What follows belongs to an exercise in optimizing a design on an open flow for small area, a short achievable clock period and few clock cycles per item; a production flow would make more cautious choices.
The RTL was checked by simulation tests, not by an equivalence proof against the original design.

File: flow/config.mk
export PLATFORM = sky130hd
export DESIGN_NAME = cmp_coder
export DESIGN_NICKNAME = cmp_coder
export VERILOG_FILES = /design/flow/design.v
export SDC_FILE = /design/flow/constraint.sdc
export NUM_CORES = 4
export LEC_CHECK = 0
export CAP_MARGIN = 20
export CORE_MARGIN = 2
export CORE_UTILIZATION = 60
export PLACE_DENSITY = 0.75
export SLEW_MARGIN = 20
export SYNTH_HIERARCHICAL = 1
File: flow/constraint.sdc
create_clock -name core_clock -period 15.0 [get_ports {clk}]
set_input_delay 3.0000 -clock core_clock [delete_from_list [all_inputs] [get_ports {clk}]]
set_output_delay 3.0000 -clock core_clock [all_outputs]
set_load 0.01 [all_outputs]
File: flow/design.v
module cmp_coder (
    input  wire        clk,
    input  wire        rst,           
    input  wire        blk_start,
    input  wire [1:0]  blk_order,     
    input  wire        blk_reset,     
    output wire        idle,
    input  wire        in_valid,
    output wire        in_ready,
    input  wire [31:0] in_data,
    input  wire        in_last,
    output wire        out_valid,
    input  wire        out_ready,
    output wire [31:0] out_data,
    output wire        blk_done,
    output wire [31:0] blk_crc,
    output wire [15:0] blk_len,
    output wire [23:0] st_x1,
    output wire [23:0] st_x2,
    output wire [23:0] st_x3,
    output wire [23:0] st_a
);
    reg         busy;         
    reg         open;         
    reg         o_p1, o_p2;   
    reg         o_n1, o_n2;   
    reg  [2:0]  pc;           
    reg         rep;          
    reg         zr;           
    reg         start_q;      
    reg         init_q;       
    reg         rst_q;
    reg         idle_r, ready_r, done_r;
    reg         flush;        
    reg  [4:0]  fill;         
    reg         hv;           
    reg         ov;           
    reg         c_v, c_code, c_last, c_long, c_second;
    reg         l1;           
    wire        done  = done_r;
    wire        start = blk_start && idle_r;
    reg         p_v, p_last;
    reg  [5:0]  p_tot;
    reg         hold, adv;
    assign idle     = idle_r;
    assign in_ready = ready_r;
    wire   take     = in_valid && ready_r;
    wire        busy_n = start || (busy && !done);
    wire        open_n = start || (open && !(take && in_last));
    wire [2:0]  pc_d   = (pc != 3'd0 && adv) ? pc - 3'd1 : pc;
    wire [2:0]  pc_n   = (rst || start) ? 3'd4 : pc_d;
    wire        rep_n  = (pc_d != 3'd0) && (pc_d != 3'd4);
    always @(posedge clk) begin
        rst_q   <= rst;
        start_q <= start && !rst;
        init_q  <= rst || (start && blk_reset);
        if (rst) begin
            busy <= 1'b0;
            open <= 1'b0;
            pc   <= 3'd4;
            rep  <= 1'b0;
            zr   <= 1'b1;
        end else begin
            if (start) zr <= blk_reset;
            busy <= busy_n;
            open <= open_n;
            pc   <= pc_n;
            rep  <= rep_n && !start;
        end
        if (start) begin
            o_p1 <= blk_order[0];
            o_p2 <= blk_order[1];
            o_n1 <= blk_order[1];
            o_n2 <= blk_order[1] && blk_order[0];
        end
    end
    reg         in_v, in_l, in_f;
    reg  [31:0] in_d;
    reg  [23:0] x1, x2, x3;       
    reg  [26:0] pp, nq;           
    wire        step;
    wire [23:0] x3_n = step ? x2 : x3;
    wire        f1   = in_v && in_f && !rep;       
    wire        in_ld = adv && !f1;
    wire        p_hi = !pp[26] && (pp[25:23] != 3'd0);
    wire        p_lo =  pp[26] && ((pp[25:23] != 3'h7) || (pp[22:0] == 23'd0));
    wire [23:0] p_clamped = p_hi ? 24'h7FFFFF : p_lo ? 24'h800001 : pp[23:0];
    always @(posedge clk) begin
        if (rst) begin
            in_v <= 1'b0;
            in_f <= 1'b0;
        end else if (adv) begin
            if (f1) in_f <= 1'b0;
            else begin
                in_v <= take;
                in_f <= in_data[6] && take;    
            end
        end
        if (rst || in_ld) begin
            in_d[7:0]  <= in_data[7:0];
            in_l       <= in_last;
        end
        if (rst || adv)
            in_d[31:8] <= f1 ? p_clamped : rep_n ? (zr ? 24'd0 : x3_n) : in_data[31:8];
    end
    reg  [31:0] crc;              
    reg         crc_done;         
    wire        go   = adv && !rep && in_v && !in_f;    
    assign      step = go || (adv && rep);
    wire [23:0] a   = in_d[31:8];
    wire [26:0] sa  = {{3{a[23]}}, a};
    wire [26:0] sx1 = {{3{x1[23]}}, x1};
    wire [26:0] p_next, n_next;
    cc_add3 #(27) u_padd (
        .x(o_p1 ? sa : 27'd0), .y(o_p2 ? {sa[25:0], 1'b0} : 27'd0), .z(~nq),
        .s(p_next));
    cc_add3 #(27) u_nadd (
        .x(o_n1 ? sa : 27'd0), .y(o_n2 ? {sa[25:0], 1'b0} : 27'd0), .z(o_n2 ? ~sx1 : ~27'd0),
        .s(n_next));
    wire [27:0] res = {{4{in_d[31]}}, in_d[31:8]} - {pp[26], pp};
    wire [27:0] z = {res[26:0], 1'b0} ^ {28{res[27]}};    
    wire [31:0] crc_next;
    wire [31:0] t = ~crc ^ in_d;
    wire cs32 = t[6] ^ t[15];
    wire cs33 = t[0] ^ t[23];
    wire cs34 = t[1] ^ t[20];
    wire cs35 = t[2] ^ t[25];
    wire cs36 = t[10] ^ t[26];
    wire cs37 = t[4] ^ t[13];
    wire cs38 = t[21] ^ t[22];
    wire cs39 = t[5] ^ t[14];
    wire cs40 = t[7] ^ t[16];
    wire cs41 = t[3] ^ t[17];
    wire cs42 = t[9] ^ t[27];
    wire cs43 = t[28] ^ t[29];
    wire cs44 = t[19] ^ cs33;
    wire cs45 = t[30] ^ t[31];
    wire cs46 = t[11] ^ cs34;
    wire cs47 = t[24] ^ cs32;
    wire cs48 = t[12] ^ cs35;
    wire cs49 = t[8] ^ cs37;
    wire cs50 = t[18] ^ cs36;
    wire cs51 = t[11] ^ cs43;
    wire cs52 = t[9] ^ cs38;
    wire cs53 = t[23] ^ cs42;
    wire cs54 = cs39 ^ cs47;
    wire cs55 = t[8] ^ cs41;
    wire cs56 = t[6] ^ cs40;
    wire cs57 = cs44 ^ cs49;
    wire cs58 = t[28] ^ cs45;
    wire cs59 = t[30] ^ cs39;
    wire cs60 = cs41 ^ cs46;
    wire cs61 = t[24] ^ cs38;
    wire cs62 = t[27] ^ cs36;
    wire cs63 = t[18] ^ t[26];
    wire cs64 = t[22] ^ t[25];
    wire cs65 = t[4] ^ cs44;
    wire cs66 = t[7] ^ t[12];
    wire cs67 = t[29] ^ cs45;
    wire cs68 = t[16] ^ cs32;
    wire cs69 = t[19] ^ cs34;
    wire cs70 = t[4] ^ cs40;
    wire cs71 = t[26] ^ cs35;
    wire cs72 = t[28] ^ cs46;
    wire cs73 = t[5] ^ cs40;
    wire cs74 = t[21] ^ cs43;
    wire cs75 = cs47 ^ cs48;
    wire cs76 = t[30] ^ cs42;
    wire cs77 = cs51 ^ cs64;
    wire cs78 = t[8] ^ t[17];
    wire cs79 = cs39 ^ cs43;
    wire cs80 = cs42 ^ cs78;
    wire cs81 = t[14] ^ cs35;
    wire cs82 = cs40 ^ cs50;
    wire cs83 = t[18] ^ t[27];
    wire cs84 = t[23] ^ t[31];
    wire cs85 = t[6] ^ t[29];
    wire cs86 = cs48 ^ cs59;
    wire cs87 = t[2] ^ t[3];
    wire cs88 = t[21] ^ cs37;
    wire cs89 = t[1] ^ t[3];
    wire cs90 = t[31] ^ cs89;
    wire cs91 = t[22] ^ cs32;
    wire cs92 = t[12] ^ t[27];
    wire cs93 = cs56 ^ cs92;
    wire cs94 = t[17] ^ cs68;
    wire cs95 = t[20] ^ cs53;
    wire cs96 = cs48 ^ cs49;
    wire cs97 = t[10] ^ t[18];
    wire cs98 = t[15] ^ cs33;
    wire cs99 = cs32 ^ cs38;
    wire cs100 = cs50 ^ cs52;
    wire cs101 = t[0] ^ cs69;
    wire cs102 = t[31] ^ cs41;
    wire cs103 = t[24] ^ cs33;
    assign crc_next[0] = ((cs54 ^ cs72) ^ (cs71 ^ (cs53 ^ cs70)));
    assign crc_next[1] = (cs75 ^ ((cs55 ^ cs62) ^ (cs73 ^ cs74)));
    assign crc_next[2] = (cs77 ^ (((cs41 ^ cs63) ^ cs49) ^ (cs56 ^ cs76)));
    assign crc_next[3] = (cs65 ^ (((cs45 ^ cs66) ^ cs50) ^ (cs79 ^ cs80)));
    assign crc_next[4] = (cs82 ^ ((cs67 ^ cs81) ^ cs57));
    assign crc_next[5] = (cs65 ^ ((cs35 ^ cs55) ^ (cs56 ^ cs58)));
    assign crc_next[6] = ((cs55 ^ cs68) ^ (cs81 ^ ((cs83 ^ cs84) ^ cs51)));
    assign crc_next[7] = (cs86 ^ (((cs83 ^ cs85) ^ cs44) ^ cs60));
    assign crc_next[8] = ((cs87 ^ (cs63 ^ cs66)) ^ ((cs47 ^ cs58) ^ (cs69 ^ cs88)));
    assign crc_next[9] = ((cs52 ^ cs90) ^ (((t[8] ^ (t[13] ^ t[26])) ^ cs44) ^ (cs47 ^ cs51)));
    assign crc_next[10] = ((cs36 ^ (t[5] ^ (t[12] ^ t[30]))) ^ (cs51 ^ cs91));
    assign crc_next[11] = ((((t[11] ^ t[13]) ^ cs33) ^ cs67) ^ cs93);
    assign crc_next[12] = (((cs45 ^ (t[5] ^ (t[11] ^ t[26]))) ^ cs94) ^ (cs95 ^ cs96));
    assign crc_next[13] = (cs60 ^ (((t[31] ^ cs97) ^ cs48) ^ (cs88 ^ cs98)));
    assign crc_next[14] = (cs95 ^ (cs99 ^ (((t[13] ^ t[18]) ^ (t[19] ^ t[25])) ^ ((t[28] ^ t[3]) ^ cs66))));
    assign crc_next[15] = (cs57 ^ (cs61 ^ (((t[14] ^ t[20]) ^ cs36) ^ (cs40 ^ cs43))));
    assign crc_next[16] = ((cs80 ^ cs98) ^ (((t[25] ^ t[29]) ^ cs46) ^ (cs59 ^ cs61)));
    assign crc_next[17] = (cs75 ^ (((t[23] ^ (t[16] ^ t[1])) ^ cs58) ^ cs100));
    assign crc_next[18] = (cs101 ^ ((((t[10] ^ t[9]) ^ cs37) ^ cs102) ^ (cs79 ^ cs91)));
    assign crc_next[19] = (((t[24] ^ t[25]) ^ cs50) ^ (cs74 ^ cs76));
    assign crc_next[20] = (((t[19] ^ cs45) ^ cs62) ^ cs77);
    assign crc_next[21] = (cs54 ^ (((t[1] ^ t[9]) ^ cs48) ^ (cs67 ^ cs70)));
    assign crc_next[22] = (cs60 ^ ((((t[10] ^ t[14]) ^ cs42) ^ cs103) ^ (cs49 ^ cs58)));
    assign crc_next[23] = (cs93 ^ (cs50 ^ (cs84 ^ (t[29] ^ (t[20] ^ t[21])))));
    assign crc_next[24] = (((cs34 ^ cs52) ^ (cs59 ^ cs71)) ^ (cs57 ^ cs94));
    assign crc_next[25] = (((cs102 ^ cs53) ^ (cs38 ^ (t[2] ^ cs34))) ^ (cs54 ^ cs82));
    assign crc_next[26] = (cs101 ^ ((cs39 ^ cs55) ^ cs100));
    assign crc_next[27] = (cs65 ^ ((cs46 ^ cs99) ^ (cs97 ^ (t[2] ^ cs42))));
    assign crc_next[28] = (cs72 ^ ((((t[10] ^ t[12]) ^ cs87) ^ cs44) ^ (cs61 ^ cs73)));
    assign crc_next[29] = (cs96 ^ (((t[23] ^ cs85) ^ cs61) ^ cs60));
    assign crc_next[30] = (cs86 ^ ((cs103 ^ cs52) ^ (cs63 ^ ((t[3] ^ t[7]) ^ cs37))));
    assign crc_next[31] = ((cs54 ^ cs57) ^ (cs90 ^ (cs64 ^ cs62)));
    reg         s1_v, s1_code, s1_last, s1_sat;
    reg  [27:0] s1_z;
    always @(posedge clk) begin
        if (rst) s1_v <= 1'b0;
        else if (adv) s1_v <= go;
        if (adv) begin
            s1_code <= !in_d[6];
            s1_last <= in_l;
            s1_z    <= z;
            s1_sat  <= (z[27:20] != 8'd0);
        end
        if (start_q) crc <= 32'd0;
        else if ((go && !crc_done) || (adv && f1)) crc <= ~crc_next;
        if (rst) crc_done <= 1'b0;
        else if (adv) crc_done <= f1;
        if (step) begin
            x1 <= a;
            x2 <= x1;
            x3 <= x2;
            pp <= p_next;
            nq <= n_next;
        end
    end
    reg  [23:0] acc;              
    reg  [4:0]  k;                
    wire [23:0] acc_next;
    cc_add3 #(24) u_aadd (.x(acc), .y({4'd0, s1_z[19:0] | {20{s1_sat}}}), .z({4'hF, ~acc[23:4]}),
                          .s(acc_next));
    reg  [4:0]  k_next;
    integer i;
    always @(*) begin
        k_next = 5'd0;
        for (i = 0; i < 20; i = i + 1)
            if (acc_next[i + 4]) k_next = i[4:0];
    end
    wire [27:0] zq     = s1_z >> k;
    wire [4:0]  q      = zq[4:0];
    wire        esc    = (zq[27:5] != 23'd0) || (q[4] && q[3]);
    wire        long_c = esc || q[4] || (q[3] && q[2]);
    wire [5:0]  plen1  = esc ? 6'd24 : long_c ? {1'b0, q} : ({1'b0, q} + {1'b0, k} + 6'd1);
    wire [4:0]  plen2  = esc ? 5'd28 : k + 5'd1;
    reg  [27:0] c_z;
    reg  [4:0]  c_k;
    reg         c_esc;
    reg  [5:0]  c_plen1;
    reg  [4:0]  c_plen2;
    always @(posedge clk) begin
        if (rst) c_v <= 1'b0;
        else if (adv) c_v <= s1_v;
        if (adv) begin
            c_code  <= s1_code;
            c_last  <= s1_last;
            c_z     <= s1_z;
            c_k     <= k;
            c_esc   <= esc;
            c_long  <= long_c;
            c_plen1 <= plen1;
            c_plen2 <= plen2;
        end
        if (init_q) begin
            acc <= 24'd128;
            k   <= 5'd3;
        end else if (adv && s1_v && s1_code) begin
            acc <= acc_next;
            k   <= k_next;
        end
    end
    reg  [4:0]  fm, os;
    reg  [5:0]  oe, plen;
    always @(*) begin
        if (c_second) begin
            fm   = c_esc ? 5'd28 : c_k;
            os   = 5'd0;
            oe   = 6'd0;
            plen = {1'b0, c_plen2};
        end else if (c_long) begin
            fm   = 5'd0;
            os   = 5'd0;
            oe   = c_plen1;
            plen = c_plen1;
        end else begin
            fm   = c_k;
            os   = c_k + 5'd1;
            oe   = c_plen1;
            plen = c_plen1;
        end
    end
    reg  [31:0] piece;
    integer b;
    always @(*) begin
        for (b = 0; b < 32; b = b + 1)
            piece[b] = (b < 28 && b < fm && c_z[b % 28]) || (b >= os && b < oe);
    end
    wire [5:0]  tot = {1'b0, fill} + plen;
    reg  [31:0] p_piece;
    reg  [31:0] word;             
    reg  [31:0] hd;               
    reg  [12:0] len;              
    wire [95:0] sh     = {p_piece, 64'd0} >> p_tot;
    wire [31:0] w_ins  = word | sh[63:32];
    wire [31:0] w_rest = sh[31:0];
    wire        ins   = p_v && !hold;
    wire        fpush = flush && !hold && (fill != 5'd0);
    wire        push  = (ins && p_tot[5]) || fpush;
    wire [31:0] pdata = p_v ? w_ins : word;
    wire        pop   = hv && out_ready;
    wire        hv_n    = (hv && !pop) || push;
    wire        flush_n = (!hold && p_last) || (flush && !done);
    wire        l1_n    = adv ? (s1_v && s1_code && long_c) : (l1 && hold);
    wire        done_n  = flush && !done && (fill == 5'd0) && !hv_n;
    wire        pv_n    = hold ? p_v : (c_v && c_code);
    wire        pt5_n   = hold ? p_tot[5] : tot[5];
    wire [4:0]  fill_n  = (!hold && c_v && c_code) ? tot[4:0] : fpush ? 5'd0 : fill;
    wire        hold_n  = hv_n && ((pv_n && pt5_n) || (flush_n && fill_n != 5'd0));
    always @(posedge clk) begin
        if (rst) c_second <= 1'b0;
        else if (l1 && !hold) c_second <= 1'b1;
        else if (adv)       c_second <= 1'b0;
        if (rst) begin
            p_v    <= 1'b0;
            p_last <= 1'b0;
        end else if (!hold) begin
            p_v    <= c_v && c_code;
            p_last <= c_v && c_last && (!c_code || !c_long || c_second);
        end
        if (!hold) begin
            p_piece <= piece;
            p_tot   <= tot;
        end
        if (rst_q) word <= 32'd0;
        else if (ins) word <= p_tot[5] ? w_rest : w_ins;
        else if (fpush) word <= 32'd0;
        if (rst) begin
            fill    <= 5'd0;
            flush   <= 1'b0;
            hv      <= 1'b0;
            ov      <= 1'b0;
            hold    <= 1'b0;
            adv     <= 1'b1;
            l1      <= 1'b0;
            done_r  <= 1'b0;
            idle_r  <= 1'b0;
            ready_r <= 1'b0;
        end else begin
            fill  <= fill_n;
            hold  <= hold_n;
            adv   <= !hold_n && !l1_n;
            flush <= flush_n;
            hv    <= hv_n;
            ov    <= (ov && !out_ready) || push;
            l1    <= l1_n;
            done_r  <= done_n;
            idle_r  <= (!busy_n || done_n) && (pc_n == 3'd0);
            ready_r <= open_n && (pc_n[2:1] == 2'd0) && !l1_n && !(hv_n && pv_n && pt5_n) &&
                       !(adv ? (!f1 && take && in_data[6]) : f1);
        end
        if (push) hd <= pdata;
        if (start_q)   len <= 13'd0;
        else if (push) len <= len + 13'd1;
    end
    assign out_valid = ov;
    assign out_data  = hd;
    assign blk_done  = done;
    assign blk_crc   = crc;
    assign blk_len   = {3'd0, len};
    assign st_x1     = x1;
    assign st_x2     = x2;
    assign st_x3     = x3;
    assign st_a      = acc;
endmodule
module cc_add3 #(parameter W = 27) (
    input  wire [W-1:0] x,
    input  wire [W-1:0] y,
    input  wire [W-1:0] z,
    output wire [W-1:0] s
);
    wire [W-1:0] cs = x ^ y ^ z;
    wire [W-1:0] cc = (x & y) | (x & z) | (y & z);
    assign s = cs + {cc[W-2:0], 1'b1};
endmodule
File: flow/run.sh
#!/bin/bash
# synth_recipe.tcl (not shown) runs the flow's synth.tcl, then flattens the netlist and writes it again
# the make line also repeats each setting of config.mk as NAME=value (left out here)
make -C /OpenROAD-flow-scripts/flow DESIGN_CONFIG=/design/flow/config.mk WORK_HOME=/design/flow/orfs CLKGATE_MAP_FILE= SYNTH_SCRIPT=/design/flow/synth_recipe.tcl finish
==> flow_metrics.env, run 1 <==
export IMPL_status="timing/DRC/antenna clean"
export IMPL_cts_sinks=449
export IMPL_final_nets=3599
export IMPL_area_growth_pct=14.07
export IMPL_worst_pin_slew_ns=1.140
export IMPL_critPathCaptureType="flop"
export IMPL_die_area_um2=53600
export IMPL_startpoint="rst"
export IMPL_setup_viol_count_final=0
export IMPL_io_buffers=217
export IMPL_final_cell_area_um2=35430
export IMPL_drc=0
export IMPL_num_fill_cells=3945
export IMPL_critPathKind="input pin to flop"
export IMPL_maxSlewHeadroom_pct=23.97
export IMPL_ctsHoldBuffers=0
export IMPL_vias_per_cell=6.192
export IMPL_layout_drive_gt1_share_pct=8.461
export IMPL_yosys_register_bits=449
export IMPL_rsz0062_at_grt="false"
export IMPL_worst_slack_ns=10.20
export IMPL_syn_inst=3194
export IMPL_start_util_pct=60.66
export IMPL_antenna_found_initial=0
export IMPL_vias=25290
export IMPL_routed_wl_mm=90.31
export IMPL_globalplace_congestion=0.9911
export IMPL_synth_edf_count=287
export IMPL_clk_latency_ns=0.62
export IMPL_grt_usage_pct=33.05
export IMPL_ant_nets=0
export IMPL_numCtsBuffers=49
export IMPL_layout_worst_path_cycle_share_pct=31.98
export IMPL_root_buffer="clkbuf_16"
export IMPL_place_ws_ns=9.385
export IMPL_async_reset_ff_share_pct=0
export IMPL_yosysWarnings=7
export IMPL_h_tree_depth=2
export IMPL_regArea_um2=11870
export IMPL_setup_tns_ns=0
export IMPL_skew_ns=0.02031
export IMPL_cts_tree="yes"
export IMPL_worstPathRequired_ns=15.53
export IMPL_r2r_start="s1_sat"
export IMPL_firstDrtPassIters=6
export IMPL_path_clk_slew_ns=0.06
export IMPL_arrival_ns=5.32
export IMPL_postCtsSetupBuffers=0
export IMPL_ys_types=98
export IMPL_hold_class="flop to flop"
export IMPL_cts_resized=0
export IMPL_grt_max_degree=81
export IMPL_maxSlewViolCount=0
export IMPL_synthFlopType="edfxtp_1"
export IMPL_dp_hpwl_mm=67.85
export IMPL_die_h_um=231.5
export IMPL_hold_viol=0
export IMPL_synth_area_um2=31060
export IMPL_grt_pass1_wl_mm=138.2
export IMPL_grt_overflow_total=0
export IMPL_drt_iter0_markers=2623
export IMPL_wl_per_cell_um=22.11
export IMPL_drv_cap=0
export IMPL_max_freq_mhz=208.5
export IMPL_place_area_um2=33800
export IMPL_clockBufferDepth=3
export IMPL_grt_pass1_vias=24440
export IMPL_num_antenna_cells=0
export IMPL_seq_area_frac_synth_pct=38.19
export IMPL_core_area_um2=51200
export IMPL_worstPathMaxFanout=21
export IMPL_multi_input_area_um2=18110
export IMPL_io_pins=221
export IMPL_die_x_um=231.5
export IMPL_rows=83
export IMPL_critPathLaunchType="input pin"
export IMPL_worstHoldStart="s1_last"
export IMPL_min_period_ns=4.797
export IMPL_syn_area_per_cell_um2=9.724
layer usage:
metal	wire length, µm	up-vias	track usage [%]
met5	0	-	0
met4	3155	0	10.95
met3	6318	189	4.195
met2	43320	1145	55.60
met1	37520	12290	44.29
li1	-	11670	-
placed cells by master (no fill, tap or decap), types with 14 or more instances in the layout:
master / synthesis / routed
clkdlybuf4s50_1: 0 / 217
nand2b_1: 17 / 17
fa_1: 81 / 81
xor2_1: 97 / 97
mux2_2: 34 / 34
nand4_1: 23 / 23
ha_1: 114 / 114
a21o_1: 65 / 65
a211oi_1: 34 / 34
or2_2: 25 / 25
inv_1: 143 / 143
mux2i_1: 68 / 68
dfxtp_1: 162 / 159
and3_1: 18 / 17
nor3_1: 27 / 27
a21oi_1: 240 / 240
nor3b_1: 28 / 28
clkbuf_16: 0 / 51
o21bai_1: 22 / 22
nand2_1: 369 / 368
and2_1: 85 / 85
or3_1: 16 / 16
o22ai_1: 25 / 25
mux4_2: 37 / 37
edfxtp_1: 287 / 287
xnor2_1: 296 / 296
nor2_1: 237 / 237
clkbuf_1: 101 / 14
nor2b_1: 19 / 19
buf_4: 8 / 32
o21ai_0: 164 / 164
o21ai_1: 20 / 17
nand3_1: 37 / 37
synth_stat cells, types with 10 or more instances:
cell,count,area [µm²]
a211oi_1,34,255.2
a21o_1,65,488.0
a21oi_1,240,1201
a22oi_1,11,82.58
a31oi_1,12,75.07
and2_1,85,531.8
and3_1,18,112.6
buf_1,17,63.81
buf_2,10,50.05
clkbuf_1,101,379.1
dfxtp_1,162,3243
edfxtp_1,287,8618
fa_1,81,1622
ha_1,114,1426
inv_1,143,536.8
mux2_2,34,382.9
mux2i_1,68,680.7
mux4_2,37,833.3
nand2_1,369,1385
nand2b_1,17,106.4
nand3_1,37,185.2
nand4_1,23,143.9
nor2_1,237,889.6
nor2b_1,19,118.9
nor3_1,27,135.1
nor3b_1,28,210.2
nor4_1,13,81.33
o211ai_1,13,97.59
o21a_1,13,97.59
o21ai_0,164,820.8
o21ai_1,20,100.1
o21bai_1,22,165.2
o22ai_1,25,156.4
o31ai_1,13,97.59
or2_2,25,156.4
or3_1,16,100.1
or4_1,10,75.07
xnor2_1,296,2592
xor2_1,97,849.6
final timing paths:
path                                end  slack [ns]  cells after the start
worst min-delay path             c_last        0.43                      0
worst min register to register   c_last        0.43                      0
worst max register to register     k[3]       10.59                     13
worst max-delay path            ready_r       10.20                      7
kinds of logic (layout without fill, tap and decap cells):
kind of cell / Yosys count / in the layout / share of synthesized area, %
xor+xnor: 403 / 403 / 11.63
flops: 449 / 449 / 38.19
simple gates: 953 / 953 / 14.52
other cells: 2 / 13 / 0.02418
mux: 139 / 139 / 6.107
compound gates: 762 / 762 / 15.96
fa+ha+maj: 195 / 195 / 9.814
buf+inv: 291 / 490 / 3.759
registers in the layout, indices dropped and copies added (netlist names), 27 cells and up:
signal   cells
c_z         28
p_piece     32
nq          27
word        32
hd          32
in_d        32
crc         32
pp          27
s1_z        28
stage by stage:
stage | utilization [%] | instances | hold WS (ns)
floorplan | - | 3205 | 0.4003
global placement | 66.02 | 3992 | 0.4041
detailed placement | 66.02 | 3992 | 0.4152
CTS | 69.19 | 4084 | 0.4243
global route | 69.20 | 4084 | 0.4345
finish | 69.20 | 4084 | 0.4269
cell type report:
class,instances,share of cell area [%]
Multi-Input combinational cell,2465,51.12
Inverter,149,1.586
Tap cell,680,2.401
Clock buffer,73,4.026
Timing Repair Buffer,249,6.809
Sequential cell,449,33.50
Clock inverter,19,0.5580
critical path, cell delays in order:
cell	delay [ns]
clkdlybuf4s50_1	0.82
inv_1	0.39
nand2_1	0.16
a211o_1	0.29
nor4b_1	0.31
o21ai_0	0.15
nor3_1	0.19
Testbench counts, summed over its fixed seeds: cycles 30,673, items 29,834.
==> inputs of run 2 (changes only) <==
==> flow/flow/run.sh (new file) <==
#!/bin/bash
set -euo pipefail
cd "$(dirname "$0")/.."
bash standard.sh SETUP_SLACK_MARGIN=10.8 finish > flow_make.log 2>&1
==> flow/standard.sh (new file) <==
#!/bin/bash
# synth_recipe.tcl (not shown) runs the flow's synth.tcl, then flattens the netlist and writes it again
# the make line also repeats each setting of config.mk as NAME=value (left out here)
make -C /OpenROAD-flow-scripts/flow DESIGN_CONFIG=/design/flow/config.mk WORK_HOME=/design/flow/orfs CLKGATE_MAP_FILE= SYNTH_SCRIPT=/design/flow/synth_recipe.tcl "${@:-finish}"
removed: flow/run.sh
==> run 2 against run 1 <==
Net effect:
- non-clock buffer count up 97
- area after synthesis unchanged
- wire length up 2.2%
- hold slack worse by 0.015 ns
- clock-buffer cell count down 4
- register-to-register slack better by 0.23 ns
- largest cell class unchanged
- die area unchanged
==> flow_metrics.env, run 2 <==
export IMPL_cts_tree="yes"
export IMPL_die_h_um=231.5
export IMPL_vias_per_cell=6.217
export IMPL_critPathCaptureType="output pin"
export IMPL_globalplace_congestion=1.020
export IMPL_r2r_slack_ns=10.82
export IMPL_grt_pass1_wl_mm=140.3
export IMPL_status="timing/DRC/antenna clean"
export IMPL_cp_num_buf_inv=1
export IMPL_syn_area_per_cell_um2=9.724
export IMPL_die_area_um2=53600
export IMPL_io_pins=221
export IMPL_rows=83
export IMPL_ys_types=98
export IMPL_worstPathRequired_ns=12.00
export IMPL_final_cell_mix="nand2_1, xnor2_1, edfxtp_1, nor2_1, a21oi_1"
export IMPL_vias=25990
export IMPL_skew_ns=0.03817
export IMPL_drv_cap=0
export IMPL_drt_iter0_markers=2552
export IMPL_h_tree_depth=2
export IMPL_antenna_found_initial=0
export IMPL_ant_nets=0
export IMPL_grt_overflow_total=0
export IMPL_area_growth_pct=15.58
export IMPL_dp_hpwl_mm=67.29
export IMPL_yosysWarnings=7
export IMPL_path_clk_slew_ns=0.07
export IMPL_max_stage_delay_ns=0.53
export IMPL_synth_area_um2=31060
export IMPL_core_area_um2=51200
export IMPL_async_reset_ff_share_pct=0
export IMPL_maxSlewHeadroom_pct=27.78
export IMPL_grt_usage_pct=33.61
export IMPL_setup_viol_count_final=0
export IMPL_synthFlopType="edfxtp_1"
export IMPL_final_nets=3696
export IMPL_maxSlewViolCount=0
export IMPL_final_common_cell="nand2_1"
export IMPL_worstPathMaxFanout=2
export IMPL_setup_tns_ns=0
export IMPL_seq_area_frac_synth_pct=38.19
export IMPL_layout_drive_gt1_share_pct=19.19
export IMPL_firstDrtPassIters=6
export IMPL_io_buffers=217
export IMPL_max_freq_mhz=230.9
export IMPL_crit_family="flip-flops"
export IMPL_num_antenna_cells=0
export IMPL_critPathKind="flop to output pin"
export IMPL_critPathLaunchType="flop"
export IMPL_syn_inst=3194
export IMPL_synthTopCellsByCount="nand2_1, xnor2_1, edfxtp_1"
export IMPL_synth_area_leaders="edfxtp_1, dfxtp_1, xnor2_1, fa_1, ha_1"
export IMPL_routed_wl_mm=92.34
export IMPL_clockBufferDepth=3
export IMPL_min_period_ns=4.331
export IMPL_numCtsBuffers=49
export IMPL_synth_most_common_cell="nand2_1"
export IMPL_root_buffer="clkbuf_16"
export IMPL_cts_sinks=449
export IMPL_wl_per_cell_um=22.08
export IMPL_grt_pass1_vias=24910
export IMPL_crit_path_top_delay_cell="edfxtp_1"
export IMPL_yosys_register_bits=449
export IMPL_worst_pin_slew_ns=1.082
export IMPL_layout_worst_path_cycle_share_pct=28.87
export IMPL_drc=0
export IMPL_worstPathCellList="buf_6"
export IMPL_synth_edf_count=287
export IMPL_rsz0062_at_grt="true"
export IMPL_hold_class="flop to flop"
export IMPL_synth_top_area_share_pct=27.75
export IMPL_yosys_area_top_type="edfxtp_1"
export IMPL_hold_viol=0
export IMPL_start_util_pct=60.66
export IMPL_ctsHoldBuffers=0
export IMPL_die_x_um=231.5
export IMPL_holdWs_ns=0.4121
export IMPL_arrival_ns=1.33
export IMPL_grt_max_degree=87
export IMPL_clk_latency_ns=0.63
run 2: cell counts after synthesis:
Identical to the previous run, type by type.
run 2: worst paths after layout:
path / from / cells after the start / to
min: in_l / 0 / s1_last
max reg2reg: s1_z[4] / 16 / k[0]
max: x1[0] / 1 / st_x1[0]
min reg2reg: in_l / 0 / s1_last
run 2: repair_timing:
action | CTS | global route
setup buffers | 74 | 23
pin swaps | 5 | 21
endpoints found under the setup margin | 217 | 59
gates resized for setup | 774 | 54
run 2: metal layers:
layer  up-vias  track usage (%)  wire [µm]
met2      1192            56.72      44550
met5         -                0          0
met4         0            12.50       3647
met1     12730            44.27      37620
li1      11850                -          -
met3       220            4.380       6523
run 2: layout make-up:
| cell class | count | area (µm²) |
|---|---|---|
| Multi-Input combinational cell | 2465 | 18240 |
| Fill cell | 3926 | 15300 |
| Sequential cell | 449 | 12050 |
| Timing Repair Buffer | 346 | 2492 |
| Clock buffer | 69 | 1429 |
| Tap cell | 680 | 850.8 |
| Inverter | 149 | 561.8 |
| Clock inverter | 23 | 272.8 |
run 2: per-stage QoR:
stage                     setup WS (ns)  util [%]  instance area (µm²)  cells
after floorplan                   10.95         -                31110   3205
after global placement            9.493     66.02                33800   3992
after detailed placement          9.468     66.02                33800   3992
after CTS                         10.68     69.70                35680   4158
after global routing              10.67     70.11                35900   4181
final                             10.67     70.11                35900   4181
run 2: cells by family after synthesis:
kind of cell,after synthesis,synth area share [%]
mux,139,6.107
compound gates,762,15.96
buf+inv,291,3.759
flops,449,38.19
other cells,2,0.02418
fa+ha+maj,195,9.814
xor+xnor,403,11.63
simple gates,953,14.52
==> inputs of run 3 (changes only) <==
--- a/flow/design.v
+++ b/flow/design.v
@@ -28,7 +28,8 @@
     reg         rep;          
     reg         zr;           
+    reg         clean;        
     reg         start_q;      
     reg         init_q;       
-    reg         rst_q;
+    reg         rst_q;        
     reg         idle_r, ready_r, done_r;
     reg         flush;        
@@ -49,5 +50,6 @@
     wire        open_n = start || (open && !(take && in_last));
     wire [2:0]  pc_d   = (pc != 3'd0 && adv) ? pc - 3'd1 : pc;
-    wire [2:0]  pc_n   = (rst || start) ? 3'd4 : pc_d;
+    wire        skip   = clean || (!blk_reset && blk_order == {o_p2, o_p1});
+    wire [2:0]  pc_n   = rst_q ? 3'd4 : start ? (skip ? 3'd0 : 3'd4) : pc_d;
     wire        rep_n  = (pc_d != 3'd0) && (pc_d != 3'd4);
     always @(posedge clk) begin
@@ -55,5 +57,5 @@
         start_q <= start && !rst;
         init_q  <= rst || (start && blk_reset);
-        if (rst) begin
+        if (rst_q) begin
             busy <= 1'b0;
             open <= 1'b0;
@@ -61,6 +63,9 @@
             rep  <= 1'b0;
             zr   <= 1'b1;
+            clean <= 1'b0;
         end else begin
             if (start) zr <= blk_reset;
+            if (rep && adv && pc == 3'd1 && zr) clean <= 1'b1;
+            else if (go || (rep && adv))       clean <= 1'b0;
             busy <= busy_n;
             open <= open_n;
@@ -87,5 +92,5 @@
     wire [23:0] p_clamped = p_hi ? 24'h7FFFFF : p_lo ? 24'h800001 : pp[23:0];
     always @(posedge clk) begin
-        if (rst) begin
+        if (rst_q) begin
             in_v <= 1'b0;
             in_f <= 1'b0;
@@ -97,9 +102,9 @@
             end
         end
-        if (rst || in_ld) begin
+        if (rst_q || in_ld) begin
             in_d[7:0]  <= in_data[7:0];
             in_l       <= in_last;
         end
-        if (rst || adv)
+        if (rst_q || adv)
             in_d[31:8] <= f1 ? p_clamped : rep_n ? (zr ? 24'd0 : x3_n) : in_data[31:8];
     end
@@ -229,5 +234,5 @@
     reg  [27:0] s1_z;
     always @(posedge clk) begin
-        if (rst) s1_v <= 1'b0;
+        if (rst_q) s1_v <= 1'b0;
         else if (adv) s1_v <= go;
         if (adv) begin
@@ -239,5 +244,5 @@
         if (start_q) crc <= 32'd0;
         else if ((go && !crc_done) || (adv && f1)) crc <= ~crc_next;
-        if (rst) crc_done <= 1'b0;
+        if (rst_q) crc_done <= 1'b0;
         else if (adv) crc_done <= f1;
         if (step) begin
@@ -273,5 +278,5 @@
     reg  [4:0]  c_plen2;
     always @(posedge clk) begin
-        if (rst) c_v <= 1'b0;
+        if (rst_q) c_v <= 1'b0;
         else if (adv) c_v <= s1_v;
         if (adv) begin
@@ -328,6 +333,7 @@
     wire [31:0] w_rest = sh[31:0];
     wire        ins   = p_v && !hold;
+    wire        lpush = ins && p_last && !p_tot[5];
     wire        fpush = flush && !hold && (fill != 5'd0);
-    wire        push  = (ins && p_tot[5]) || fpush;
+    wire        push  = (ins && (p_tot[5] || p_last)) || fpush;
     wire [31:0] pdata = p_v ? w_ins : word;
     wire        pop   = hv && out_ready;
@@ -337,17 +343,18 @@
     wire        done_n  = flush && !done && (fill == 5'd0) && !hv_n;
     wire        pv_n    = hold ? p_v : (c_v && c_code);
+    wire        plast_n = hold ? p_last : (c_v && c_last && (!c_code || !c_long || c_second));
     wire        pt5_n   = hold ? p_tot[5] : tot[5];
-    wire [4:0]  fill_n  = (!hold && c_v && c_code) ? tot[4:0] : fpush ? 5'd0 : fill;
-    wire        hold_n  = hv_n && ((pv_n && pt5_n) || (flush_n && fill_n != 5'd0));
+    wire [4:0]  fill_n  = (!hold && c_v && c_code) ? tot[4:0] : (fpush || lpush) ? 5'd0 : fill;
+    wire        hold_n  = hv_n && ((pv_n && (pt5_n || plast_n)) || (flush_n && fill_n != 5'd0));
     always @(posedge clk) begin
-        if (rst) c_second <= 1'b0;
+        if (rst_q) c_second <= 1'b0;
         else if (l1 && !hold) c_second <= 1'b1;
         else if (adv)       c_second <= 1'b0;
-        if (rst) begin
+        if (rst_q) begin
             p_v    <= 1'b0;
             p_last <= 1'b0;
         end else if (!hold) begin
             p_v    <= c_v && c_code;
-            p_last <= c_v && c_last && (!c_code || !c_long || c_second);
+            p_last <= plast_n;
         end
         if (!hold) begin
@@ -356,17 +363,13 @@
         end
         if (rst_q) word <= 32'd0;
-        else if (ins) word <= p_tot[5] ? w_rest : w_ins;
+        else if (ins) word <= p_tot[5] ? w_rest : p_last ? 32'd0 : w_ins;
         else if (fpush) word <= 32'd0;
-        if (rst) begin
+        if (rst_q) begin
             fill    <= 5'd0;
             flush   <= 1'b0;
             hv      <= 1'b0;
-            ov      <= 1'b0;
             hold    <= 1'b0;
             adv     <= 1'b1;
             l1      <= 1'b0;
-            done_r  <= 1'b0;
-            idle_r  <= 1'b0;
-            ready_r <= 1'b0;
         end else begin
             fill  <= fill_n;
@@ -375,9 +378,16 @@
             flush <= flush_n;
             hv    <= hv_n;
-            ov    <= (ov && !out_ready) || push;
             l1    <= l1_n;
+        end
+        if (rst || rst_q) begin
+            ov      <= 1'b0;
+            done_r  <= 1'b0;
+            idle_r  <= 1'b0;
+            ready_r <= 1'b0;
+        end else begin
+            ov      <= (ov && !out_ready) || push;
             done_r  <= done_n;
             idle_r  <= (!busy_n || done_n) && (pc_n == 3'd0);
-            ready_r <= open_n && (pc_n[2:1] == 2'd0) && !l1_n && !(hv_n && pv_n && pt5_n) &&
+            ready_r <= open_n && (pc_n[2:1] == 2'd0) && !l1_n && !(hv_n && pv_n && (pt5_n || plast_n)) &&
                        !(adv ? (!f1 && take && in_data[6]) : f1);
         end
==> run 3 against run 2 <==
Net effect:
- final area is 1.8% higher
- clock-buffer cell count is 6 lower
- via count is 1.3% higher
- still clean
- final cell count is 2.4% higher
- register-to-register slack better by 0.05 ns
==> flow_metrics.env, run 3 <==
export IMPL_status="timing/DRC/antenna clean"
export IMPL_maxSlewViolCount=0
export IMPL_skew_ns=0.02044
export IMPL_io_pins=221
export IMPL_grt_max_degree=81
export IMPL_syn_area_per_cell_um2=9.595
export IMPL_drt_iter0_markers=2480
export IMPL_path_clk_slew_ns=0.06
export IMPL_worstHoldStart="s1_last"
export IMPL_core_area_um2=52240
export IMPL_hold_depth=0
export IMPL_layout_drive_gt1_share_pct=19.16
export IMPL_firstDrtPassIters=6
export IMPL_clk_latency_ns=0.61
export IMPL_vias=26330
export IMPL_holdWs_ns=0.4526
export IMPL_start_util_pct=60.42
export IMPL_hold_class="flop to flop"
export IMPL_r2r_start="s1_sat"
export IMPL_seq_area_frac_synth_pct=37.65
export IMPL_yosysWarnings=7
export IMPL_maxSlewHeadroom_pct=23.49
export IMPL_worstPathCellList="buf_2"
export IMPL_io_buffers=217
export IMPL_antenna_found_initial=4
export IMPL_min_period_ns=4.296
export IMPL_die_x_um=233.3
export IMPL_multi_input_area_um2=18760
export IMPL_regArea_um2=12040
export IMPL_rows=84
export IMPL_grt_pass1_vias=25220
export IMPL_ctsHoldBuffers=0
export IMPL_worstPathMaxFanout=2
export IMPL_drc=0
export IMPL_globalplace_congestion=1.001
export IMPL_cts_sinks=450
export IMPL_crit_family="flip-flops"
export IMPL_synthFlopType="edfxtp_1"
export IMPL_root_buffer="clkbuf_16"
export IMPL_crit_cells=1
export IMPL_setup_tns_ns=0
export IMPL_critPathKind="flop to output pin"
export IMPL_max_freq_mhz=232.8
export IMPL_synth_edf_count=287
export IMPL_grt_overflow_total=0
export IMPL_wl_per_cell_um=21.70
export IMPL_ant_nets=0
export IMPL_dp_hpwl_mm=67.49
export IMPL_hold_viol=0
export IMPL_cts_tree="yes"
export IMPL_clockBufferDepth=3
export IMPL_die_h_um=233.3
export IMPL_routed_wl_mm=92.93
export IMPL_cp_num_buf_inv=1
export IMPL_worst_pin_slew_ns=1.146
export IMPL_worstPathRequired_ns=12.00
export IMPL_grt_usage_pct=33.40
export IMPL_synth_most_common_cell="nand2_1"
export IMPL_drv_cap=0
export IMPL_synth_area_um2=31560
export IMPL_grt_pass1_wl_mm=141.5
export IMPL_numCtsBuffers=50
export IMPL_yosys_register_bits=450
export IMPL_syn_inst=3289
export IMPL_max_stage_delay_ns=0.50
export IMPL_critPathLaunchType="flop"
export IMPL_critPathCaptureType="output pin"
export IMPL_synthTopCellsByCount="nand2_1, xnor2_1, edfxtp_1"
export IMPL_final_common_cell="nand2_1"
export IMPL_async_reset_ff_share_pct=0
export IMPL_synth_area_leaders="edfxtp_1, dfxtp_1, xnor2_1, fa_1, nand2_1"
export IMPL_num_fill_cells=3948
export IMPL_yosys_area_top_type="edfxtp_1"
export IMPL_h_tree_depth=2
export IMPL_setup_viol_count_final=0
export IMPL_vias_per_cell=6.149
export IMPL_layout_worst_path_cycle_share_pct=28.64
export IMPL_final_nets=3786
export IMPL_arrival_ns=1.30
export IMPL_ys_types=101
export IMPL_startpoint="x1[0]"
export IMPL_crit_path_top_delay_cell="edfxtp_1"
export IMPL_synth_top_area_share_pct=27.31
export IMPL_final_cell_mix="nand2_1, xnor2_1, edfxtp_1, nor2_1, a21oi_1"
export IMPL_area_growth_pct=15.83
export IMPL_rsz0062_at_grt="true"
export IMPL_reg2reg_depth=17
export IMPL_die_area_um2=54450
[run 3: path summary, 6_finish.rpt]
path	slack (ns)	to
worst max register to register	10.87	k[0]
worst max-delay path	10.70	st_x1[0]
worst min-delay path	0.45	c_last
worst min register to register	0.45	c_last
[run 3: kinds of logic after synthesis]
logic type | synth area share, %
other cells | 0.02380
flops | 37.65
mux | 6.764
simple gates | 15.27
buf+inv | 3.747
xor+xnor | 11.22
fa+ha+maj | 9.698
compound gates | 15.64
[run 3: timing repair]
item,4_1_cts,5_1_grt
setup endpoints to repair,181,59
setup buffers,78,25
pin swaps,9,28
gates resized for setup,745,73
[run 3: layout make-up]
| class | instances | share of cell area [%] |
|---|---|---|
| diodes | 3 | 0.02054 |
| clock buffers | 63 | 3.834 |
| clock inverters | 31 | 1.017 |
| inverters | 148 | 1.537 |
| multi-input cells | 2551 | 51.31 |
| flip-flops and latches | 450 | 32.94 |
| well taps | 688 | 2.355 |
| repair buffers | 348 | 6.986 |
[run 3: metal layers]
layer / GRT usage, % / part of all wire [%]
met5: 0 / 0
met3: 3.687 / 6.4
met2: 55.91 / 48
met1: 44.97 / 42
met4: 11.92 / 3.4
[run 3: per-stage QoR]
step	area, µm²	setup WS (ns)	std cells	util [%]
5_1_grt	36560	10.70	4282	69.98
3_3_place_gp	34250	10.20	4082	65.57
6_report	36560	10.70	4282	69.98
3_5_place_dp	34250	10.16	4082	65.57
4_1_cts	36260	10.71	4254	69.42
2_1_floorplan	31610	10.93	3300	-
Testbench counts of run 3, summed over its fixed seeds: cycles 30,598, items 29,834.
==> inputs of run 4 (changes only) <==
--- a/flow/config.mk
+++ b/flow/config.mk
@@ -11,3 +11,2 @@
 export PLACE_DENSITY = 0.75
 export SLEW_MARGIN = 20
-export SYNTH_HIERARCHICAL = 1
==> run 4 against run 3 <==
Net effect:
- still clean
- die area decreased by 0.78%
- clock-buffer cell count increased by 4
- via count increased by 0.74%
- sequential share of layout area increased by 0.052 points
- utilization increased by 1.1 points
- final area about the same
- final cell count increased by 1.4%
- area after synthesis decreased by 0.79%
- worst setup slack improved by 0.0097 ns
- non-clock buffer count increased by 22
- flip-flop and latch count unchanged
==> flow_metrics.env, run 4 <==
export IMPL_status="timing/DRC/antenna clean"
export IMPL_layout_drive_gt1_share_pct=18.65
export IMPL_min_period_ns=4.286
export IMPL_cts_sinks=450
export IMPL_reg2reg_depth=13
export IMPL_die_area_um2=54020
export IMPL_core_area_um2=51410
export IMPL_rsz0062_at_grt="true"
export IMPL_crit_family="flip-flops"
export IMPL_start_util_pct=60.91
export IMPL_grt_pass1_vias=25890
export IMPL_worst_pin_slew_ns=1.246
export IMPL_final_nets=3857
export IMPL_synth_edf_count=287
export IMPL_drv_cap=0
export IMPL_yosys_area_top_type="edfxtp_1"
export IMPL_cts_tree="yes"
export IMPL_max_stage_delay_ns=0.48
export IMPL_syn_area_per_cell_um2=9.363
export IMPL_clk_latency_ns=0.62
export IMPL_r2r_start="s1_sat"
export IMPL_setup_viol_count_final=0
export IMPL_critPathLaunchType="flop"
export IMPL_worstPathCellList="buf_2"
export IMPL_maxSlewHeadroom_pct=16.31
export IMPL_worstPathMaxFanout=2
export IMPL_grt_overflow_total=0
export IMPL_critPathKind="flop to output pin"
export IMPL_skew_ns=0.02089
export IMPL_ys_types=102
export IMPL_maxSlewViolCount=0
export IMPL_h_tree_depth=2
export IMPL_synth_area_um2=31310
export IMPL_async_reset_ff_share_pct=0
export IMPL_setup_tns_ns=0
export IMPL_max_freq_mhz=233.3
export IMPL_antenna_found_initial=2
export IMPL_ant_nets=0
export IMPL_synthFlopType="edfxtp_1"
export IMPL_arrival_ns=1.29
export IMPL_io_buffers=217
export IMPL_numCtsBuffers=49
export IMPL_place_ws_ns=10.27
export IMPL_dp_hpwl_mm=66.08
export IMPL_synth_top_area_share_pct=27.53
export IMPL_layout_worst_path_cycle_share_pct=28.58
export IMPL_r2r_slack_ns=10.71
export IMPL_yosysWarnings=1
export IMPL_reg2reg_to="k[3]"
export IMPL_cp_num_buf_inv=1
export IMPL_synth_area_leaders="edfxtp_1, dfxtp_1, xnor2_1, fa_1, nand2_1"
export IMPL_synthTopCellsByCount="nand2_1, nor2_1, edfxtp_1"
export IMPL_hold_viol=0
export IMPL_root_buffer="clkbuf_16"
export IMPL_synth_most_common_cell="nand2_1"
export IMPL_rows=83
export IMPL_final_common_cell="nand2_1"
export IMPL_routed_wl_mm=92.44
export IMPL_vias_per_cell=6.107
export IMPL_yosys_register_bits=450
export IMPL_utilization_pct=71.12
export IMPL_crit_cells=1
export IMPL_wl_per_cell_um=21.28
export IMPL_io_pins=221
export IMPL_hold_class="flop to flop"
export IMPL_drt_iter0_markers=2808
export IMPL_grt_pass1_wl_mm=141.6
export IMPL_critPathCapture="st_x1[23]"
export IMPL_crit_path_top_delay_cell="edfxtp_1"
export IMPL_grt_usage_pct=33.41
export IMPL_final_cell_mix="nand2_1, nor2_1, edfxtp_1, xnor2_1, a21oi_1"
export IMPL_path_clk_slew_ns=0.06
export IMPL_critPathCaptureType="output pin"
export IMPL_grt_max_degree=78
export IMPL_area_growth_pct=16.76
export IMPL_vias=26530
export IMPL_drc=0
export IMPL_clockBufferDepth=3
export IMPL_firstDrtPassIters=6
export IMPL_syn_inst=3344
export IMPL_die_h_um=232.4
export IMPL_die_x_um=232.4
export IMPL_ctsHoldBuffers=0
export IMPL_globalplace_congestion=0.9848
export IMPL_seq_area_frac_synth_pct=37.95
export IMPL_startpoint="x1[23]"
export IMPL_worst_slack_ns=10.71
export IMPL_worstPathRequired_ns=12.00
run 4: cell types whose count changed in the layout (fill, tap and decap cells not counted), moves of 27 or more:
cell and change:
nor2_1 +68, and2_1 -44, a21oi_1 +31, inv_1 +74, o21ai_0 -27, xnor2_1 -29
run 4: how the worst min path moves through the flow:
| stage | startpoint | to | slack, ns | cells after the start |
|---|---|---|---|---|
| 2_1_floorplan | s1_last | c_last | 0.40 | 0 |
| 3_3_place_gp | in_l | s1_last | 0.41 | 0 |
| 3_5_place_dp | in_l | s1_last | 0.41 | 0 |
| 4_1_cts | in_l | s1_last | 0.41 | 0 |
| 5_1_grt | in_l | s1_last | 0.45 | 0 |
| 6_report | in_l | s1_last | 0.41 | 0 |
run 4: logic make-up after synthesis:
| family | after synthesis | synth area share, % |
|---|---|---|
| and+or+nand+nor | 1074 | 15.64 |
| AOI/OAI and AO/OA | 756 | 15.61 |
| DFF | 450 | 37.95 |
| xor gates and xnor gates | 382 | 11.21 |
| buffers and inverters | 367 | 4.680 |
| adders and majority gates | 193 | 9.511 |
| muxes | 121 | 5.387 |
| other | 1 | 0.01198 |
run 4: metrics by stage:
step                std cells  cell area, µm²  hold WS [ns]
floorplan                3346           31330        0.4003
global placement         4129           34000        0.4110
detailed placement       4129           34010        0.4083
CTS                      4299           36010        0.4148
global route             4343           36560        0.4455
finish                   4344           36560        0.4127
run 4: what timing repair did:
item,4_1_cts,5_1_grt
setup buffers,78,43
resized for setup,780,65
gates cloned,1,1
setup endpoints to repair,188,65
pin swaps,17,31
run 4: final cells by class:
class                           count  area (µm²)
Multi-Input combinational cell   2529       18310
Fill cell                        3914       14850
Sequential cell                   450       12060
Timing Repair Buffer              370        2798
Clock buffer                       67        1385
Tap cell                          680       850.8
Inverter                          223       843.3
Clock inverter                     24       306.5
Antenna cell                        1       2.502
run 4: worst reg2reg max path, delay by kind of cell (launching register included):
family / cells / cell delay (ns)
DFF: 1 / 0.49
and+or+nand+nor: 1 / 0.23
AOI/OAI and AO/OA: 8 / 2.18
xor gates and xnor gates: 1 / 0.22
buffers and inverters: 1 / 0.18
adders and majority gates: 2 / 0.89
run 4: per-layer routing:
metal / global-route usage, % / wire length, µm / up-vias
met3: 4.252 / 6770 / 190
li1: - / - / 12320
met2: 55.12 / 43770 / 1230
met5: 0 / 13 / -
met1: 44.19 / 37680 / 12790
met4: 14.76 / 4199 / 2
==> inputs of run 5 (changes only) <==
--- a/flow/design.v
+++ b/flow/design.v
@@ -24,8 +24,10 @@
     reg         open;         
     reg         o_p1, o_p2;   
-    reg         o_n1, o_n2;   
-    reg  [2:0]  pc;           
+    reg         e_p1, e_p2;   
+    reg         e_n1, e_n2;   
+    reg  [1:0]  pc;           
     reg         rep;          
     reg         zr;           
+    reg         zrr;          
     reg         clean;        
     reg         start_q;      
@@ -49,8 +51,10 @@
     wire        busy_n = start || (busy && !done);
     wire        open_n = start || (open && !(take && in_last));
-    wire [2:0]  pc_d   = (pc != 3'd0 && adv) ? pc - 3'd1 : pc;
+    wire [1:0]  pc_d   = (pc != 2'd0 && adv) ? pc - 2'd1 : pc;
     wire        skip   = clean || (!blk_reset && blk_order == {o_p2, o_p1});
-    wire [2:0]  pc_n   = rst_q ? 3'd4 : start ? (skip ? 3'd0 : 3'd4) : pc_d;
-    wire        rep_n  = (pc_d != 3'd0) && (pc_d != 3'd4);
+    wire [1:0]  pc_n   = rst_q ? 2'd3 : start ? (skip ? 2'd0 : 2'd3) : pc_d;
+    wire        zr_n   = rst_q || (start ? blk_reset : zr);
+    wire        zrr_n  = (pc_n != 2'd0) && zr_n;
+    wire [1:0]  ord_n  = start ? blk_order : {o_p2, o_p1};
     always @(posedge clk) begin
         rst_q   <= rst;
@@ -60,23 +64,26 @@
             busy <= 1'b0;
             open <= 1'b0;
-            pc   <= 3'd4;
-            rep  <= 1'b0;
+            pc   <= 2'd3;
+            rep  <= 1'b1;
             zr   <= 1'b1;
             clean <= 1'b0;
         end else begin
-            if (start) zr <= blk_reset;
-            if (rep && adv && pc == 3'd1 && zr) clean <= 1'b1;
+            zr   <= zr_n;
+            if (rep && adv && pc == 2'd1 && zr) clean <= 1'b1;
             else if (go || (rep && adv))       clean <= 1'b0;
             busy <= busy_n;
             open <= open_n;
             pc   <= pc_n;
-            rep  <= rep_n && !start;
+            rep  <= (pc_n != 2'd0);
         end
         if (start) begin
             o_p1 <= blk_order[0];
             o_p2 <= blk_order[1];
-            o_n1 <= blk_order[1];
-            o_n2 <= blk_order[1] && blk_order[0];
         end
+        zrr  <= zrr_n;
+        e_p1 <= ord_n[0] && !zrr_n;
+        e_p2 <= ord_n[1] && !zrr_n;
+        e_n1 <= ord_n[1] && !zrr_n;
+        e_n2 <= ord_n[1] && ord_n[0] && !zrr_n;
     end
     reg         in_v, in_l, in_f;
@@ -107,5 +114,5 @@
         end
         if (rst_q || adv)
-            in_d[31:8] <= f1 ? p_clamped : rep_n ? (zr ? 24'd0 : x3_n) : in_data[31:8];
+            in_d[31:8] <= f1 ? p_clamped : ready_r ? in_data[31:8] : x3_n;
     end
     reg  [31:0] crc;              
@@ -118,8 +125,8 @@
     wire [26:0] p_next, n_next;
     cc_add3 #(27) u_padd (
-        .x(o_p1 ? sa : 27'd0), .y(o_p2 ? {sa[25:0], 1'b0} : 27'd0), .z(~nq),
+        .x(e_p1 ? sa : 27'd0), .y(e_p2 ? {sa[25:0], 1'b0} : 27'd0), .z(~nq),
         .s(p_next));
     cc_add3 #(27) u_nadd (
-        .x(o_n1 ? sa : 27'd0), .y(o_n2 ? {sa[25:0], 1'b0} : 27'd0), .z(o_n2 ? ~sx1 : ~27'd0),
+        .x(e_n1 ? sa : 27'd0), .y(e_n2 ? {sa[25:0], 1'b0} : 27'd0), .z(e_n2 ? ~sx1 : ~27'd0),
         .s(n_next));
     wire [27:0] res = {{4{in_d[31]}}, in_d[31:8]} - {pp[26], pp};
@@ -247,5 +254,5 @@
         else if (adv) crc_done <= f1;
         if (step) begin
-            x1 <= a;
+            x1 <= zrr ? 24'd0 : a;
             x2 <= x1;
             x3 <= x2;
@@ -269,6 +276,7 @@
     wire [4:0]  q      = zq[4:0];
     wire        esc    = (zq[27:5] != 23'd0) || (q[4] && q[3]);
-    wire        long_c = esc || q[4] || (q[3] && q[2]);
-    wire [5:0]  plen1  = esc ? 6'd24 : long_c ? {1'b0, q} : ({1'b0, q} + {1'b0, k} + 6'd1);
+    wire [5:0]  qk1    = {1'b0, q} + {1'b0, k} + 6'd1;
+    wire        long_c = esc || qk1[5];
+    wire [5:0]  plen1  = esc ? 6'd24 : long_c ? {1'b0, q} : qk1;
     wire [4:0]  plen2  = esc ? 5'd28 : k + 5'd1;
     reg  [27:0] c_z;
@@ -388,6 +396,6 @@
             ov      <= (ov && !out_ready) || push;
             done_r  <= done_n;
-            idle_r  <= (!busy_n || done_n) && (pc_n == 3'd0);
-            ready_r <= open_n && (pc_n[2:1] == 2'd0) && !l1_n && !(hv_n && pv_n && (pt5_n || plast_n)) &&
+            idle_r  <= (!busy_n || done_n) && (pc_n == 2'd0);
+            ready_r <= open_n && !pc_n[1] && !l1_n && !(hv_n && pv_n && (pt5_n || plast_n)) &&
                        !(adv ? (!f1 && take && in_data[6]) : f1);
         end
--- a/flow/config.mk
+++ b/flow/config.mk
@@ -11,2 +11,3 @@
 export PLACE_DENSITY = 0.75
 export SLEW_MARGIN = 20
+export SYNTH_HIERARCHICAL = 1
==> run 5 against run 4 <==
Net effect:
- clock skew grew 0.00070 ns
- non-clock buffer count fell by 33
- final cell count fell by 3.3%
- critical path type unchanged
- via count fell by 3.0%
- area after synthesis is 0.22% lower
==> flow_metrics.env, run 5 <==
export IMPL_status="timing/DRC/antenna clean"
export IMPL_clockBufferDepth=3
export IMPL_layout_drive_gt1_share_pct=19.69
export IMPL_routed_wl_mm=93.64
export IMPL_drc=0
export IMPL_vias_per_cell=6.127
export IMPL_cts_tree="yes"
export IMPL_antenna_found_initial=0
export IMPL_ys_types=100
export IMPL_synth_top_area_share_pct=27.49
export IMPL_synthTopCellsByCount="nand2_1, xnor2_1, edfxtp_1"
export IMPL_io_pins=221
export IMPL_grt_pass1_vias=24750
export IMPL_holdWs_ns=0.4274
export IMPL_synth_area_um2=31240
export IMPL_final_cell_mix="nand2_1, xnor2_1, edfxtp_1, a21oi_1, nor2_1"
export IMPL_crit_family="flip-flops"
export IMPL_synth_most_common_cell="nand2_1"
export IMPL_utilization_pct=70.60
export IMPL_worstHoldStart="in_l"
export IMPL_final_common_cell="nand2_1"
export IMPL_cp_num_buf_inv=1
export IMPL_h_tree_depth=2
export IMPL_cts_sinks=452
export IMPL_synth_edf_count=286
export IMPL_clk_latency_ns=0.61
export IMPL_drv_cap=0
export IMPL_die_area_um2=53910
export IMPL_yosys_register_bits=452
export IMPL_arrival_ns=1.28
export IMPL_grt_overflow_total=0
export IMPL_worst_slack_ns=10.72
export IMPL_min_to="s1_last"
export IMPL_path_clk_slew_ns=0.06
export IMPL_rsz0062_at_grt="true"
export IMPL_die_x_um=232.2
export IMPL_area_growth_pct=16.18
export IMPL_core_area_um2=51410
export IMPL_yosys_area_top_type="edfxtp_1"
export IMPL_ant_nets=0
export IMPL_maxSlewHeadroom_pct=21.40
export IMPL_rows=83
export IMPL_yosysWarnings=7
export IMPL_min_period_ns=4.279
export IMPL_firstDrtPassIters=8
export IMPL_crit_path_top_delay_cell="edfxtp_1"
export IMPL_ctsHoldBuffers=0
export IMPL_numCtsBuffers=50
export IMPL_max_stage_delay_ns=0.49
export IMPL_r2r_slack_ns=10.85
export IMPL_start_util_pct=60.77
export IMPL_globalplace_congestion=1.029
export IMPL_num_fill_cells=3833
export IMPL_r2r_start="s1_sat"
export IMPL_skew_ns=0.02159
export IMPL_critPathLaunchType="flop"
export IMPL_num_antenna_cells=0
export IMPL_hold_class="flop to flop"
export IMPL_grt_max_degree=92
export IMPL_setup_viol_count_final=0
export IMPL_hold_viol=0
export IMPL_synth_area_leaders="edfxtp_1, dfxtp_1, xnor2_1, fa_1, nand2_1"
export IMPL_seq_area_frac_synth_pct=38.13
export IMPL_async_reset_ff_share_pct=0
export IMPL_final_nets=3713
export IMPL_critPathKind="flop to output pin"
export IMPL_io_buffers=217
export IMPL_drt_iter0_markers=2640
export IMPL_layout_worst_path_cycle_share_pct=28.53
export IMPL_dp_hpwl_mm=69.59
export IMPL_die_h_um=232.2
export IMPL_maxSlewViolCount=0
export IMPL_worstPathCellList="buf_2"
export IMPL_grt_usage_pct=34.07
export IMPL_hold_depth=0
export IMPL_worst_pin_slew_ns=1.168
export IMPL_vias=25730
export IMPL_grt_pass1_wl_mm=141.6
export IMPL_place_ws_ns=10.13
export IMPL_startpoint="x1[22]"
export IMPL_max_freq_mhz=233.7
export IMPL_wl_per_cell_um=22.30
export IMPL_root_buffer="clkbuf_16"
export IMPL_setup_tns_ns=0
export IMPL_worstPathRequired_ns=12.00
export IMPL_syn_area_per_cell_um2=9.732
export IMPL_synthFlopType="edfxtp_1"
export IMPL_critPathCaptureType="output pin"
export IMPL_worstPathMaxFanout=3
export IMPL_reg2reg_depth=20
export IMPL_syn_inst=3210
export IMPL_reg2reg_to="k[1]"
[run 5: stage by stage]
stage                     instance area [µm²]  std cells
after floorplan                         31290       3222
after global placement                  33970       4012
after detailed placement                33990       4013
after CTS                               35750       4167
after global routing                    36290       4199
final                                   36290       4199
[run 5: how the worst max path moves through the flow]
| stage | end | slack, ns | cells after the start |
|---|---|---|---|
| after floorplan | ready_r | 10.79 | 7 |
| after global placement | ready_r | 10.15 | 8 |
| after detailed placement | ready_r | 10.13 | 8 |
| after CTS | st_x2[0] | 10.68 | 1 |
| after global routing | k[1] | 10.68 | 20 |
| final | st_x1[22] | 10.72 | 1 |
[run 5: cells by family (layout without fill, tap and decap cells)]
kind of cell	count (synthesis)	after routing	synth area share, %
and+or+nand+nor	995	995	14.97
AOI/OAI and AO/OA	728	728	14.94
DFF	452	452	38.13
xor gates and xnor gates	406	406	11.72
buffers and inverters	282	579	3.592
adders and majority gates	195	195	9.756
muxes	150	150	6.877
other	2	14	0.02404
[run 5: final cells by class]
class / count / area, µm² / area share (%)
inverters: 148 / 561.8 / 1.548
repair buffers: 337 / 2534 / 6.981
clock buffers: 65 / 1475 / 4.064
well taps: 680 / 850.8 / 2.344
clock inverters: 29 / 239.0 / 0.6584
multi-input cells: 2488 / 18550 / 51.10
flip-flops and latches: 452 / 12090 / 33.31
[run 5: timing repair]
item	CTS	global route
setup buffers	60	30
setup endpoints to repair	185	49
gates cloned	0	1
gates resized for setup	795	75
pin swaps	1	35
[run 5: per-layer routing]
metal / up-vias / track usage, % / wire length, µm
li1: 11910 / - / -
met1: 12460 / 44.63 / 38160
met2: 1153 / 56.20 / 44680
met3: 208 / 4.482 / 6239
met4: 0 / 15.87 / 4561
met5: - / 0 / 0
Testbench counts of run 5, summed over its fixed seeds: cycles 30,562, items 29,834.

[afterwards: timing with drivers on the ports]
The flow's constraints put no driver on any port. The routed layouts listed below were extracted and timed again, unchanged, in two steps. Step 1, drivers: a clkbuf_16 drives clk and a buf_2 each remaining input, both assumed. Step 2 adds t to the input delays and takes it off the output delays; t is the mean of the earliest and latest rising clock arrival at the registers after step 1. Input paths then give back, and output paths get back, about the clock's delay inside the block. Slacks: ideal / step 1 / step 2; pairs: ideal / step 1.
run | shift t [ns] | setup WS [ns] | worst setup path at the end | cell pins on the clock port's net
run 1 | 0.667 | 10.203 / 10.216 / 9.574 | input to register | 1
run 2 | 0.671 | 10.669 / 10.608 / 10.253 | input to register | 1
run 3 | 0.661 | 10.704 / 10.643 / 10.238 | input to register | 1
run 4 | 0.665 | 10.714 / 10.654 / 10.218 | input to register | 1
run 5 | 0.655 | 10.721 / 10.663 / 10.306 | input to register | 1
After both steps setup and hold are still met in every run listed. For run 1, which loses most, drivers alone change the setup slack by +0.013 ns; drivers and shift together by -0.629 ns.
